This design comes from an exercise in tuning for small area, a short achievable clock period and few clock cycles on the open sky130 flow, not from production work. Function was checked by simulation only, so behaviour that the tests miss may differ from the original. Power figures rest on the tool's default switching activity, not on a simulated workload.

==> inputs of run K <==
==> flow/design.v (excerpt) <==
module ce_alu (
    input  wire        clk,
    input  wire        rst,         
    input  wire        in_valid,
    output wire        in_ready,
    input  wire [7:0]  op,
    input  wire [1:0]  sz,          
    input  wire [31:0] a,           
    input  wire [31:0] b,           
    input  wire [31:0] c,           
    input  wire [4:0]  flags_in,    
    output reg         out_valid,
    output reg  [31:0] result,
    output wire [4:0]  flags_out,
    output reg         wr_d,
    output reg  [1:0]  exc          
);
    localparam FC = 0, FV = 1, FZ = 2, FN = 3, FT = 4;
    localparam ST_NORM = 4'd0, ST_MUL = 4'd1, ST_MULC = 4'd2, ST_DIVA = 4'd3,
               ST_DIVB = 4'd4, ST_DIV = 4'd5, ST_DIVF = 4'd6, ST_CRC = 4'd7,
               ST_FFS  = 4'd8;
    function automatic multi_op(input [7:0] o, input [1:0] s);
        multi_op = (s != 2'd3) &&
                   (((o[7:4] == 4'h1) && (o[3:0] >= 4'h4) && (o[3:0] <= 4'hA)) ||
                    (o == 8'h35) ||
                    (((o == 8'h37) || (o == 8'h38)) && (s != 2'd0)));
    endfunction
    reg [4:0]  fo_base;
    reg        fo_zr, fo_nr;
    reg [1:0]  fo_sz;
    assign flags_out = {fo_base[FT],
                        fo_nr ? msb_at(result, fo_sz) : fo_base[FN],
                        fo_zr ? (result == 32'd0) : fo_base[FZ],
                        fo_base[FV], fo_base[FC]};
    reg        rdy;
    reg        v1;
  ...
Settings: LEC_CHECK=0, CAP_MARGIN=20, CORE_MARGIN=2, CORE_UTILIZATION=50, SETUP_SLACK_MARGIN=5, SLEW_MARGIN=20; clock period 10.0 ns.
run.sh (not shown) runs the stock make flow with config.mk's settings and CLKGATE_MAP_FILE= SYNTH_SCRIPT=/design/flow/synth_recipe.tcl, a recipe that flattens the netlist after the stock synthesis.
==> inputs of run A, as changes to run K <==
--- a/flow/design.v
+++ b/flow/design.v
@@ -8,13 +8,13 @@
     input  wire [31:0] a,           
     input  wire [31:0] b,           
     input  wire [31:0] c,           
     input  wire [4:0]  flags_in,    
     output reg         out_valid,
     output reg  [31:0] result,
-    output wire [4:0]  flags_out,
+    output reg  [4:0]  flags_out,
     output reg         wr_d,
     output reg  [1:0]  exc          
 );
     localparam FC = 0, FV = 1, FZ = 2, FN = 3, FT = 4;
     localparam ST_NORM = 4'd0, ST_MUL = 4'd1, ST_MULC = 4'd2, ST_DIVA = 4'd3,
                ST_DIVB = 4'd4, ST_DIV = 4'd5, ST_DIVF = 4'd6, ST_CRC = 4'd7,
@@ -22,19 +22,12 @@
     function automatic multi_op(input [7:0] o, input [1:0] s);
         multi_op = (s != 2'd3) &&
                    (((o[7:4] == 4'h1) && (o[3:0] >= 4'h4) && (o[3:0] <= 4'hA)) ||
                     (o == 8'h35) ||
                     (((o == 8'h37) || (o == 8'h38)) && (s != 2'd0)));
     endfunction
-    reg [4:0]  fo_base;
-    reg        fo_zr, fo_nr;
-    reg [1:0]  fo_sz;
-    assign flags_out = {fo_base[FT],
-                        fo_nr ? msb_at(result, fo_sz) : fo_base[FN],
-                        fo_zr ? (result == 32'd0) : fo_base[FZ],
-                        fo_base[FV], fo_base[FC]};
     reg        rdy;
     reg        v1;
     reg [3:0]  st;
     reg [4:0]  cnt;
     reg        neg_q_r, neg_r_r, mcorr_r, ym1;
     reg [7:0]  op1;
@@ -411,13 +404,14 @@
                     o_v  = 1'b1;
                     st_n = ST_NORM;
                 end
             end
             default: st_n = ST_NORM;
         endcase
-        o_fl[FZ] = la[5];                       
+        o_fl[FZ] = o_ffs ? la[5] : (o_res == 32'd0);
+        o_fl[FN] = msb_at(o_res, sz1);
     end
     reg fin_n;
     always @* begin
         case (st_n)
             ST_NORM: fin_n = 1'b1;
             ST_FFS:  fin_n = 1'b1;
@@ -442,16 +436,13 @@
             v1        <= rdy && in_valid;
             out_valid <= o_v;
         end
     end
     always @(posedge clk) begin
         result    <= o_res;
-        fo_base   <= (f1 & ~o_fm) | (o_fl & o_fm);
-        fo_zr     <= o_fm[FZ] && !o_ffs;
-        fo_nr     <= o_fm[FN];
-        fo_sz     <= sz1;
+        flags_out <= (f1 & ~o_fm) | (o_fl & o_fm);
         wr_d      <= o_wr;
         exc       <= o_exc;
         if (norm) begin
             neg_q_r <= nq_c;
             neg_r_r <= nr_c;
             mcorr_r <= mcorr_c;
- CORE_UTILIZATION: 50 -> 35
- SETUP_SLACK_MARGIN: 5 -> not set
==> comparison <==
Run K died in global routing (5_1_grt) with GRT-0116. Run A produced a clean layout.
Between run A and run K, the lower synthesized area is in run K (gap about 1.1%, measured against run K).
Of run A and run K, run A has the higher synthesized cell count (gap about 1.3%, measured against run K).
==> figures <==
item	run K	run A
Placed instance area	37700 sq um	38800 sq um
Synth Area in XOR/XNOR	7.01%	6.84%
Netlist cell types	114	103
Status	stopped before the end	timing/DRC/antenna clean
Stage where the flow stopped	global routing (5_1_grt)	-
Multiplexer area fraction after synthesis	6.50%	6.38%
Count of cells resized by post-cts repair	638	0
Core Rows	96	115
Synthesized netlist cell count	4831	4895
Die Ht	266 um	319 um
Number of buffers inserted to repair setup after CTS	267	0
Synth Area in Adders	10.4%	10.3%
Fraction of the mapped netlist area in compound gates	36.8%	36.4%
Number of clock sinks seen by CTS	171	167
Testbench counts of run K, summed over its fixed seeds: cycles 5,894.
Testbench counts of run A, summed over its fixed seeds: cycles 5,894.

---

==> job 9700 <==
ce_alu, a different RTL version from the one above (not shown whole).
clock: 10.0 ns
lec_check: 0
abc_area: 1
cap_margin: 20
core_margin: 2
core_utilization: 35
setup_slack_margin: 5
slew_margin: 20
tns_end_percent: 0
standard.sh (not shown) runs the stock make flow with config.mk's settings and CLKGATE_MAP_FILE= SYNTH_SCRIPT=/design/flow/synth_recipe.tcl, a recipe that flattens the netlist after the stock synthesis.
==> flow/flow/run.sh <==
#!/bin/bash
set -euo pipefail
bash standard.sh SETUP_SLACK_MARGIN=7 finish > standard.log 2>&1
==> job 7084 (differences from job 9700) <==
--- a/flow/design.v
+++ b/flow/design.v
@@ -106,16 +106,16 @@
     wire        ci_in    = (cls_in[0] & op[0]) ? flags_in[FC] :
                            (cls_in[1] & op[0] & ~op[3]) ? ~flags_in[FC] : inv_in;
     wire [31:0] ad_x    = ad_zx ? 32'd0 : a1;
     wire [31:0] ad_ys   = ({32{ad_ysel[0]}} & a1) | ({32{ad_ysel[1]}} & c1) |
                           ({32{ad_ysel == 2'd0}} & b1);
     wire [31:0] ad_y    = ad_inv ? ~ad_ys : (ad_ys | ~mask);
-    reg         ad_mul, ad_xa;                
+    reg         ad_mul;
     wire [37:0] mcs, mcc;                     
     wire        bn1;
-    wire [35:0] ad_x36  = ({36{ad_mul}} & mcs[35:0]) | ({36{ad_xa}} & {4'd0, a1});
+    wire [35:0] ad_x36  = ad_mul ? mcs[35:0] : {4'd0, ad_x};
     wire [35:0] ad_y36  = ad_mul ? mcc[35:0] : {4'd0, ad_y};
     wire        ad_ci1  = ad_mul ? bn1 : ad_ci;
     wire [35:0] ad_s    = ad_x36 + ad_y36 + {35'd0, ad_ci1};
     wire [31:0] ad_r    = ad_s[31:0] & mask;
     wire        ad_co   = ad_s[32];
     wire        ad_c    = ad_co ^ op_sub;                
@@ -503,19 +503,17 @@
         if (rdy) begin
             ad_zx   <= zx_in;
             ad_inv  <= inv_in;
             ad_ysel <= {1'b0, ya_in};
             ad_ci   <= ci_in;
             ad_mul  <= cls_in[2];
-            ad_xa   <= ~zx_in & ~cls_in[2];
         end else begin
             ad_zx   <= (st_n == ST_DIVA) || (st_n == ST_DIVF);
             ad_inv  <= (st_n == ST_DIVA) || (st_n == ST_DIV) || (st_n == ST_DIVF);
             ad_ci   <= (st_n == ST_DIVA) || (st_n == ST_DIV) || (st_n == ST_DIVF);
             ad_mul  <= (st_n == ST_MUL);
-            ad_xa   <= !((st_n == ST_DIVA) || (st_n == ST_DIVF)) && (st_n != ST_MUL);
             ad_ysel <= (st_n == ST_MULC) ? 2'd2 :
                        (st_n == ST_DIVF) ? (d_quot ? 2'd2 : 2'd1) : 2'd0;
         end
         result    <= o_res;
         fo_base   <= (f1 & ~o_fm) | (o_fl & o_fm);
         fo_zr     <= o_fm[FZ] && !o_ffs;
==> comparison <==
Against job 9700, the critical path depth of job 7084 is higher by 4.
Against job 9700, the hold slack of job 7084 is higher by 95 ps.
In job 9700 the flip-flop and latch count is higher than in job 7084, by 1.
Against job 9700, the area after synthesis of job 7084 is lower by 0.86%.
Between job 7084 and job 9700, the lower utilization is in job 9700 (gap 0.28 points).
Against job 7084, the worst setup slack of job 9700 is higher by 20 ps.
==> figures <==
| item | job 7084 | job 9700 |
|---|---|---|
| Outcome | timing/DRC/antenna clean | timing/DRC/antenna clean |
| WP buf/inv | 6 | 2 |
| Initial antenna violation count | 23 | 28 |
| Average footprint of a synthesized cell | 6.180 µm² | 6.207 µm² |
| Initial core utilization | 35.30% | 35.44% |
| Core Area | 81,980 µm² | 82,370 µm² |
| Switching share of power | 56.56% | 53.92% |
| Critical Path End | result[20] | result[7] |
| Violation count after the first detailed-route iteration | 7,319 | 6,922 |
| Non-Clock Inverter Count | 465 | 463 |
| Adder-cell area share of the yosys netlist | 6.502% | 6.446% |
| Maximum fanout along the worst path | 29 | 10 |
| Die area | 85,010 µm² | 85,730 µm² |
| Iteration count of the initial detailed-routing pass | 10 | 9 |
Testbench counts of job 9700, summed over its fixed seeds: cycles 5,894.
Testbench counts of job 7084, summed over its fixed seeds: cycles 5,894.

[what the ideal ports hide]
In the flow no input, the clock included, has a driving cell. The finished layouts below were timed again as built, in two steps. Step 1 sets driving cells, clkbuf_16 on the clock port and buf_2 on the other inputs (assumed; they add their load-dependent delay and slew). Step 2 times the ports against the registers' clock, not the clock port: input delays grow and output delays shrink by t, the midpoint of the rising clock arrivals with the driver on. Slacks: ideal / step 1 / step 2; pairs: ideal / step 1.
run	t, ns	setup WS [ns]	latest minus earliest clock arrival (ns)	cell pins on the clock port's net
run A	0.645	0.741 / 0.741 / 0.741	0.023 / 0.023	1
job 9700	0.621	5.058 / 5.058 / 4.753	0.025 / 0.025	1
job 7084	0.631	5.038 / 5.038 / 4.767	0.029 / 0.029	1
After both steps setup and hold are still met in every run listed. The setup slack of job 9700, which loses most, moves by 0.000 ns with the drivers and by -0.305 ns with both steps.
